From an optimization exercise on the open Yosys and OpenROAD flow, aimed at small area and a short achievable clock period; shortcuts taken in it are not production practice.
Where RTL was checked, it was by simulation tests only, not by an equivalence proof against the original.

==> job 1563: inputs <==
// mem_ecc_codec
module mem_ecc_codec (
    input  wire        clk,
    input  wire        rst_n,
    input  wire        in_valid,
    input  wire [1:0]  in_op,
    input  wire [63:0] in_data,
    input  wire [7:0]  in_check,
    output reg         out_valid,
    output wire [63:0] out_data,
    output wire [7:0]  out_check,
    output wire [1:0]  out_status,
    output wire [7:0]  out_syndrome,
    output wire [6:0]  out_pos
);
clock: 8.0 ns
lec_check: 0
cap_margin: 20
core_margin: 2
core_utilization: 40
setup_slack_margin: 3.5
slew_margin: 20
standard.sh (not shown) runs the stock make flow with config.mk's settings and CLKGATE_MAP_FILE= SYNTH_SCRIPT=/design/flow/synth_recipe.tcl, a recipe that flattens the netlist after the stock synthesis.
==> flow/flow/run.sh <==
#!/bin/bash
# Standard layout, with plain buffers on the ports instead of the delay cells
# buffer_ports picks by default.
set -euo pipefail
bash standard.sh BUFFER_PORTS_ARGS="-buffer_cell sky130_fd_sc_hd__buf_1" finish > make_finish.log 2>&1
==> job 6013 (differences from job 1563) <==
--- a/flow/design.v
+++ b/flow/design.v
@@ -46,11 +46,10 @@
             lg5[3] = (x == 4'h5) | (x == 4'h8) | (x == 4'hD);
             lg5[4] = (x == 4'h3) | (x == 4'h9) | (x == 4'hA);
         end
     endfunction
     wire       dec = in_op[0];
-    wire [7:0] cm  = in_check & {8{dec}};
     wire [7:0] hd;
     wire [3:0] sd0, sd1;
     wire xg0 = in_data[22] ^ in_data[28];
     wire xg1 = in_data[7] ^ in_data[19];
     wire xg2 = in_data[25] ^ xg0;
@@ -238,15 +237,15 @@
     assign sd0[3] = xg157;
     assign sd1[0] = xg161;
     assign sd1[1] = xg165;
     assign sd1[2] = xg169;
     assign sd1[3] = xg172;
-    wire [7:0] hs = hd ^ cm;
-    wire [3:0] s0 = sd0 ^ cm[3:0] ^ cm[7:4];
-    wire [3:0] s1 = sd1 ^ mul_a(cm[3:0], 4'd8) ^ mul_a(cm[7:4], 4'd9);
-    wire [3:0] x9 = mul_a(s1, 4'd3) ^ mul_a(s0, 4'd11);
-    wire [3:0] x8 = s0 ^ x9;
+    wire [7:0] hs = hd ^ in_check;
+    wire [3:0] s0 = sd0 ^ in_check[3:0] ^ in_check[7:4];
+    wire [3:0] s1 = sd1 ^ mul_a(in_check[3:0], 4'd8) ^ mul_a(in_check[7:4], 4'd9);
+    wire [3:0] x9 = mul_a(sd1, 4'd3) ^ mul_a(sd0, 4'd11);
+    wire [3:0] x8 = sd0 ^ x9;
     wire [2:0] a0 = lg3(s0), a1 = lg3(s1);
     wire [4:0] b0 = lg5(s0), b1 = lg5(s1);
     reg        op1_q, dec_q, hdec_q, rdec_q;
     reg [63:0] d_q;
     reg [7:0]  c_q;
@@ -257,11 +256,11 @@
         op1_q  <= in_op[1];
         dec_q  <= in_op[0];
         hdec_q <= in_op[1] & in_op[0];
         rdec_q <= ~in_op[1] & in_op[0];
         d_q    <= in_op[1] ? in_data : {16'h0, b1, b0, a1, a0, in_data[31:0]};
-        c_q    <= dec ? in_check : {x9, x8};
+        c_q    <= (in_op[1] | dec) ? in_check : {x9, x8};
         t_q    <= in_op[1] ? hs : {s1, s0};
     end
     reg [15:0] lo, hi;
     integer    v;
     always @* begin
@@ -276,27 +275,29 @@
         assign hm[g] = lo[HCOL[8*g +: 4]] & hi[HCOL[8*g+4 +: 4]];
     end endgenerate
     wire [7:0] hcf = {hi[8] & lo[0], hi[4] & lo[0], hi[2] & lo[0], hi[1] & lo[0],
                       lo[8] & hi[0], lo[4] & hi[0], lo[2] & hi[0], lo[1] & hi[0]};
     reg [6:0] hps;
-    reg       hit;
     integer   k, i;
     always @* begin
         hps = 7'd0;
-        hit = 1'b0;
-        for (k = 0; k < 64; k = k + 1)
-            if (t_q == HCOL[8*k +: 8]) begin
-                hps = k[6:0];
-                hit = 1'b1;
-            end
-        for (i = 0; i < 8; i = i + 1)
-            if (t_q == (8'h01 << i)) begin
-                hps = 7'd64 + i[6:0];
-                hit = 1'b1;
-            end
+        for (k = 0; k < 64; k = k + 1) if (hm[k]) hps = hps | k[6:0];
+        for (i = 0; i < 8; i = i + 1) if (hcf[i]) hps = hps | (7'd64 + i[6:0]);
     end
-    wire [1:0] hst = {hdec_q & (t_q != 8'h00) & ~hit, hdec_q & hit};
+    function [4:0] wcls;   
+        input [3:0] x;
+        reg   [2:0] w;
+        begin
+            w    = x[0] + x[1] + x[2] + x[3];
+            wcls = 5'b00001 << w;
+        end
+    endfunction
+    wire [4:0] wl = wcls(t_q[3:0]);
+    wire [4:0] wh = wcls(t_q[7:4]);
+    wire hit = hdec_q & ((wl[0] & (wh[1] | wh[3])) | (wl[1] & (wh[0] | wh[2])) |
+                         (wl[2] & wh[1]) | (wl[3] & wh[0]) | (|hm[63:56]));
+    wire [1:0] hst = {hdec_q & (t_q != 8'h00) & ~hit, hit};
     wire [2:0] a0q = d_q[34:32], a1q = d_q[37:35];
     wire [4:0] b0q = d_q[42:38], b1q = d_q[47:43];
     reg  [2:0] jm3q;
     reg  [4:0] jm5q;
     integer    r, q;
@@ -319,18 +320,20 @@
     reg [31:0] rfl;
     always @* begin
         for (k = 0; k < 8; k = k + 1) rfl[4*k +: 4] = s0g & {4{re[k]}};
     end
     wire [7:0] rcf = {s0g & {4{re[9]}}, s0g & {4{re[8]}}};
-    wire       rhit = |re;
+    wire       rbad = (jm3q[1] & jm5q[0]) | (jm3q[2] & jm5q[1]) | (jm3q[0] & jm5q[2]) |
+                      (jm3q[1] & jm5q[3]) | (jm3q[2] & jm5q[4]);
+    wire       rhit = (|jm3q) & ~rbad;
     wire [3:0] rps  = {re[8] | re[9], re[4] | re[5] | re[6] | re[7],
                        re[2] | re[3] | re[6] | re[7], re[1] | re[3] | re[5] | re[7] | re[9]};
     wire [1:0] rst  = {rdec_q & (t_q != 8'h00) & ~rhit, rdec_q & rhit};
     wire senc = op1_q & ~dec_q;
     assign out_data[31:0]  = d_q[31:0] ^ (hm[31:0] | rfl);
     assign out_data[47:32] = (d_q[47:32] ^ hm[47:32]) & {16{op1_q}};
     assign out_data[63:48] = d_q[63:48] ^ hm[63:48];
-    assign out_check       = senc ? t_q : (c_q ^ (hcf | rcf));
+    assign out_check       = c_q ^ (senc ? t_q : (hcf | rcf));
     assign out_status      = op1_q ? hst : rst;
     assign out_syndrome    = t_q & {8{dec_q}};
-    assign out_pos         = op1_q ? (hps & {7{hdec_q}}) : {3'b000, rps & {4{rdec_q}}};
+    assign out_pos         = op1_q ? hps : {3'b000, rps & {4{rdec_q}}};
 endmodule
==> flow/flow/run.sh (replaced) <==
#!/bin/bash
# Own flow: the standard synthesis, then the combinational logic between
# the registers re-mapped by ABC with an area-oriented script (registers,
# their names and cell types untouched), then the standard layout with plain
# buffers on the ports instead of the delay cells buffer_ports picks by default.
set -euo pipefail
HERE=$(pwd)
R=$HERE/orfs/results/$FLOW_PLATFORM/mem_ecc_codec/base
bash standard.sh synth > make_synth.log 2>&1
cp $R/1_2_yosys.v $HERE/synth_standard.v
yosys -c flow/resyn.tcl > yosys_resyn.log 2>&1
cp $HERE/synth_resyn.v $R/1_2_yosys.v
rm -f $R/1_synth.odb $R/1_synth.sdc
bash standard.sh BUFFER_PORTS_ARGS="-buffer_cell sky130_fd_sc_hd__buf_1" finish > make_finish.log 2>&1
==> flow/flow/abc.script (new file) <==
strash; dch -f; balance; rewrite; refactor; balance; rewrite; rewrite -z; balance; refactor -z; rewrite -z; balance; dch -f; balance; rewrite; refactor; balance; rewrite; rewrite -z; balance; refactor -z; rewrite -z; balance; dch -f; amap; mfs2; strash; dch -f; map -a; topo
==> flow/flow/resyn.tcl (new file) <==
# Re-map the combinational logic of the standard synthesis; the flip-flops
# stay as they are (blackboxed during the re-map).
yosys -import
set lib $::env(FLOW_HOME)/platforms/sky130hd/lib/sky130_fd_sc_hd__tt_025C_1v80.lib
set dont_use {}
foreach c [split [exec sh -c "grep -o 'sky130_fd_sc_hd__\[a-z0-9_\]*' $::env(FLOW_HOME)/platforms/sky130hd/config.mk | sort -u"] "\n"] {
  lappend dont_use -dont_use $c
}
read_liberty -ignore_miss_func $lib
read_verilog synth_standard.v
hierarchy -top $::env(FLOW_TOP)
foreach m [split [exec sh -c "grep -o 'sky130_fd_sc_hd__df\[a-z0-9_\]*' synth_standard.v | sort -u"] "\n"] {
  blackbox $m
}
flatten
opt_clean -purge
set script [file normalize flow/abc.script]
abc -liberty $lib {*}$dont_use -script $script
opt_clean -purge
yosys rename -hide w:*.*
opt_clean -purge
tee -o resyn_stat.txt stat -liberty $lib
select $::env(FLOW_TOP)
write_verilog -noattr -selected synth_resyn.v
Settings changed: SETUP_SLACK_MARGIN 3.5 to 3.9.
==> job 589 (differences from job 1563) <==
--- a/flow/design.v
+++ b/flow/design.v
@@ -46,11 +46,10 @@
             lg5[3] = (x == 4'h5) | (x == 4'h8) | (x == 4'hD);
             lg5[4] = (x == 4'h3) | (x == 4'h9) | (x == 4'hA);
         end
     endfunction
     wire       dec = in_op[0];
-    wire [7:0] cm  = in_check & {8{dec}};
     wire [7:0] hd;
     wire [3:0] sd0, sd1;
     wire xg0 = in_data[22] ^ in_data[28];
     wire xg1 = in_data[7] ^ in_data[19];
     wire xg2 = in_data[25] ^ xg0;
@@ -238,15 +237,15 @@
     assign sd0[3] = xg157;
     assign sd1[0] = xg161;
     assign sd1[1] = xg165;
     assign sd1[2] = xg169;
     assign sd1[3] = xg172;
-    wire [7:0] hs = hd ^ cm;
-    wire [3:0] s0 = sd0 ^ cm[3:0] ^ cm[7:4];
-    wire [3:0] s1 = sd1 ^ mul_a(cm[3:0], 4'd8) ^ mul_a(cm[7:4], 4'd9);
-    wire [3:0] x9 = mul_a(s1, 4'd3) ^ mul_a(s0, 4'd11);
-    wire [3:0] x8 = s0 ^ x9;
+    wire [7:0] hs = hd ^ in_check;
+    wire [3:0] s0 = sd0 ^ in_check[3:0] ^ in_check[7:4];
+    wire [3:0] s1 = sd1 ^ mul_a(in_check[3:0], 4'd8) ^ mul_a(in_check[7:4], 4'd9);
+    wire [3:0] x9 = mul_a(sd1, 4'd3) ^ mul_a(sd0, 4'd11);
+    wire [3:0] x8 = sd0 ^ x9;
     wire [2:0] a0 = lg3(s0), a1 = lg3(s1);
     wire [4:0] b0 = lg5(s0), b1 = lg5(s1);
     reg        op1_q, dec_q, hdec_q, rdec_q;
     reg [63:0] d_q;
     reg [7:0]  c_q;
@@ -257,11 +256,11 @@
         op1_q  <= in_op[1];
         dec_q  <= in_op[0];
         hdec_q <= in_op[1] & in_op[0];
         rdec_q <= ~in_op[1] & in_op[0];
         d_q    <= in_op[1] ? in_data : {16'h0, b1, b0, a1, a0, in_data[31:0]};
-        c_q    <= dec ? in_check : {x9, x8};
+        c_q    <= (in_op[1] | dec) ? in_check : {x9, x8};
         t_q    <= in_op[1] ? hs : {s1, s0};
     end
     reg [15:0] lo, hi;
     integer    v;
     always @* begin
@@ -276,27 +275,29 @@
         assign hm[g] = lo[HCOL[8*g +: 4]] & hi[HCOL[8*g+4 +: 4]];
     end endgenerate
     wire [7:0] hcf = {hi[8] & lo[0], hi[4] & lo[0], hi[2] & lo[0], hi[1] & lo[0],
                       lo[8] & hi[0], lo[4] & hi[0], lo[2] & hi[0], lo[1] & hi[0]};
     reg [6:0] hps;
-    reg       hit;
     integer   k, i;
     always @* begin
         hps = 7'd0;
-        hit = 1'b0;
-        for (k = 0; k < 64; k = k + 1)
-            if (t_q == HCOL[8*k +: 8]) begin
-                hps = k[6:0];
-                hit = 1'b1;
-            end
-        for (i = 0; i < 8; i = i + 1)
-            if (t_q == (8'h01 << i)) begin
-                hps = 7'd64 + i[6:0];
-                hit = 1'b1;
-            end
+        for (k = 0; k < 64; k = k + 1) if (hm[k]) hps = hps | k[6:0];
+        for (i = 0; i < 8; i = i + 1) if (hcf[i]) hps = hps | (7'd64 + i[6:0]);
     end
-    wire [1:0] hst = {hdec_q & (t_q != 8'h00) & ~hit, hdec_q & hit};
+    function [4:0] wcls;   
+        input [3:0] x;
+        reg   [2:0] w;
+        begin
+            w    = x[0] + x[1] + x[2] + x[3];
+            wcls = 5'b00001 << w;
+        end
+    endfunction
+    wire [4:0] wl = wcls(t_q[3:0]);
+    wire [4:0] wh = wcls(t_q[7:4]);
+    wire hit = hdec_q & ((wl[0] & (wh[1] | wh[3])) | (wl[1] & (wh[0] | wh[2])) |
+                         (wl[2] & wh[1]) | (wl[3] & wh[0]) | (|hm[63:56]));
+    wire [1:0] hst = {hdec_q & (t_q != 8'h00) & ~hit, hit};
     wire [2:0] a0q = d_q[34:32], a1q = d_q[37:35];
     wire [4:0] b0q = d_q[42:38], b1q = d_q[47:43];
     reg  [2:0] jm3q;
     reg  [4:0] jm5q;
     integer    r, q;
@@ -319,18 +320,20 @@
     reg [31:0] rfl;
     always @* begin
         for (k = 0; k < 8; k = k + 1) rfl[4*k +: 4] = s0g & {4{re[k]}};
     end
     wire [7:0] rcf = {s0g & {4{re[9]}}, s0g & {4{re[8]}}};
-    wire       rhit = |re;
+    wire       rbad = (jm3q[1] & jm5q[0]) | (jm3q[2] & jm5q[1]) | (jm3q[0] & jm5q[2]) |
+                      (jm3q[1] & jm5q[3]) | (jm3q[2] & jm5q[4]);
+    wire       rhit = (|jm3q) & ~rbad;
     wire [3:0] rps  = {re[8] | re[9], re[4] | re[5] | re[6] | re[7],
                        re[2] | re[3] | re[6] | re[7], re[1] | re[3] | re[5] | re[7] | re[9]};
     wire [1:0] rst  = {rdec_q & (t_q != 8'h00) & ~rhit, rdec_q & rhit};
     wire senc = op1_q & ~dec_q;
     assign out_data[31:0]  = d_q[31:0] ^ (hm[31:0] | rfl);
     assign out_data[47:32] = (d_q[47:32] ^ hm[47:32]) & {16{op1_q}};
     assign out_data[63:48] = d_q[63:48] ^ hm[63:48];
-    assign out_check       = senc ? t_q : (c_q ^ (hcf | rcf));
+    assign out_check       = c_q ^ (senc ? t_q : (hcf | rcf));
     assign out_status      = op1_q ? hst : rst;
     assign out_syndrome    = t_q & {8{dec_q}};
-    assign out_pos         = op1_q ? (hps & {7{hdec_q}}) : {3'b000, rps & {4{rdec_q}}};
+    assign out_pos         = op1_q ? hps : {3'b000, rps & {4{rdec_q}}};
 endmodule
==> flow/flow/run.sh (replaced) <==
#!/bin/bash
# Own flow: the standard synthesis, then the combinational logic between
# the registers re-mapped by ABC with an area-oriented script (registers,
# their names and cell types untouched), then the standard layout with plain
# buffers on the ports instead of the delay cells buffer_ports picks by default.
set -euo pipefail
HERE=$(pwd)
R=$HERE/orfs/results/$FLOW_PLATFORM/mem_ecc_codec/base
bash standard.sh synth > make_synth.log 2>&1
cp $R/1_2_yosys.v $HERE/synth_standard.v
yosys -c flow/resyn.tcl > yosys_resyn.log 2>&1
cp $HERE/synth_resyn.v $R/1_2_yosys.v
rm -f $R/1_synth.odb $R/1_synth.sdc
bash standard.sh BUFFER_PORTS_ARGS="-buffer_cell sky130_fd_sc_hd__buf_1" finish > make_finish.log 2>&1
==> flow/flow/abc.script (new file) <==
strash; dch -f; balance; rewrite; refactor; balance; rewrite; rewrite -z; balance; refactor -z; rewrite -z; balance; dch -f; balance; rewrite; refactor; balance; rewrite; rewrite -z; balance; refactor -z; rewrite -z; balance; dch -f; amap; mfs2; strash; dch -f; amap; topo
==> flow/flow/resyn.tcl (new file) <==
# Re-map the combinational logic of the standard synthesis; the flip-flops
# stay as they are (blackboxed during the re-map).
yosys -import
set lib $::env(FLOW_HOME)/platforms/sky130hd/lib/sky130_fd_sc_hd__tt_025C_1v80.lib
set dont_use {}
foreach c [split [exec sh -c "grep -o 'sky130_fd_sc_hd__\[a-z0-9_\]*' $::env(FLOW_HOME)/platforms/sky130hd/config.mk | sort -u"] "\n"] {
  lappend dont_use -dont_use $c
}
read_liberty -ignore_miss_func $lib
read_verilog synth_standard.v
hierarchy -top $::env(FLOW_TOP)
foreach m [split [exec sh -c "grep -o 'sky130_fd_sc_hd__df\[a-z0-9_\]*' synth_standard.v | sort -u"] "\n"] {
  blackbox $m
}
flatten
opt_clean -purge
set script [file normalize flow/abc.script]
abc -liberty $lib {*}$dont_use -script $script
opt_clean -purge
yosys rename -hide w:*.*
opt_clean -purge
tee -o resyn_stat.txt stat -liberty $lib
select $::env(FLOW_TOP)
write_verilog -noattr -selected synth_resyn.v
Settings changed: SETUP_SLACK_MARGIN 3.5 to 3.9.
==> comparison <==
Job 1563 completed without violations. Job 6013 passed the timing, DRC and antenna checks. Job 589 passed the timing, DRC and antenna checks.
The highest sequential share of layout area belongs to job 6013, the lowest to job 589.
Against job 589, the critical path depth of job 6013 is higher by 1.
Hold slack: job 589 is higher than job 6013 (51 ps).
Global-route usage: job 589 > job 6013 > job 1563.
In flip-flop and latch count, job 1563 and job 6013 do not differ.
The lowest count of clock-buffer cells in the layout belongs to job 6013, the highest to job 589.
Setup slack: job 589 < job 1563 < job 6013.
Only the layout flow was run in job 1563; the RTL was not checked for function there.

-- port drivers added, routing unchanged --
The results above use ideal ports. As a check the final layouts listed here were re-extracted and re-timed, cells and wires unchanged. Step 1 sets driving cells, clkbuf_16 on the clock port and buf_2 on the other inputs (assumed; they add their load-dependent delay and slew). Step 2 moves the port delays by t, midway between the first and last clock arrival at a register: inputs arrive t later, outputs are due t later. That takes back most of the time a late clock gives input paths. Slacks: no drivers / after step 1 / after step 2; pairs: no drivers / after step 1.
| run | t, ns | slack for setup (ns) | hold WS [ns] | worst setup path after step 2 | latest minus earliest clock arrival (ns) |
|---|---|---|---|---|---|
| job 1563 | 0.380 | 3.630 / 3.591 / 3.458 | 1.443 / 1.424 / 1.803 | input to register | 0.012 / 0.011 |
| job 6013 | 0.389 | 3.913 / 3.872 / 3.664 | 1.376 / 1.360 / 1.749 | input to register | 0.016 / 0.015 |
| job 589 | 0.379 | 3.370 / 3.333 / 3.610 | 1.428 / 1.421 / 1.799 | input to register | 0.015 / 0.015 |
After both steps setup and hold are still met in every run listed. For job 6013, which loses most, drivers alone change the setup slack by -0.041 ns; drivers and shift together by -0.249 ns.
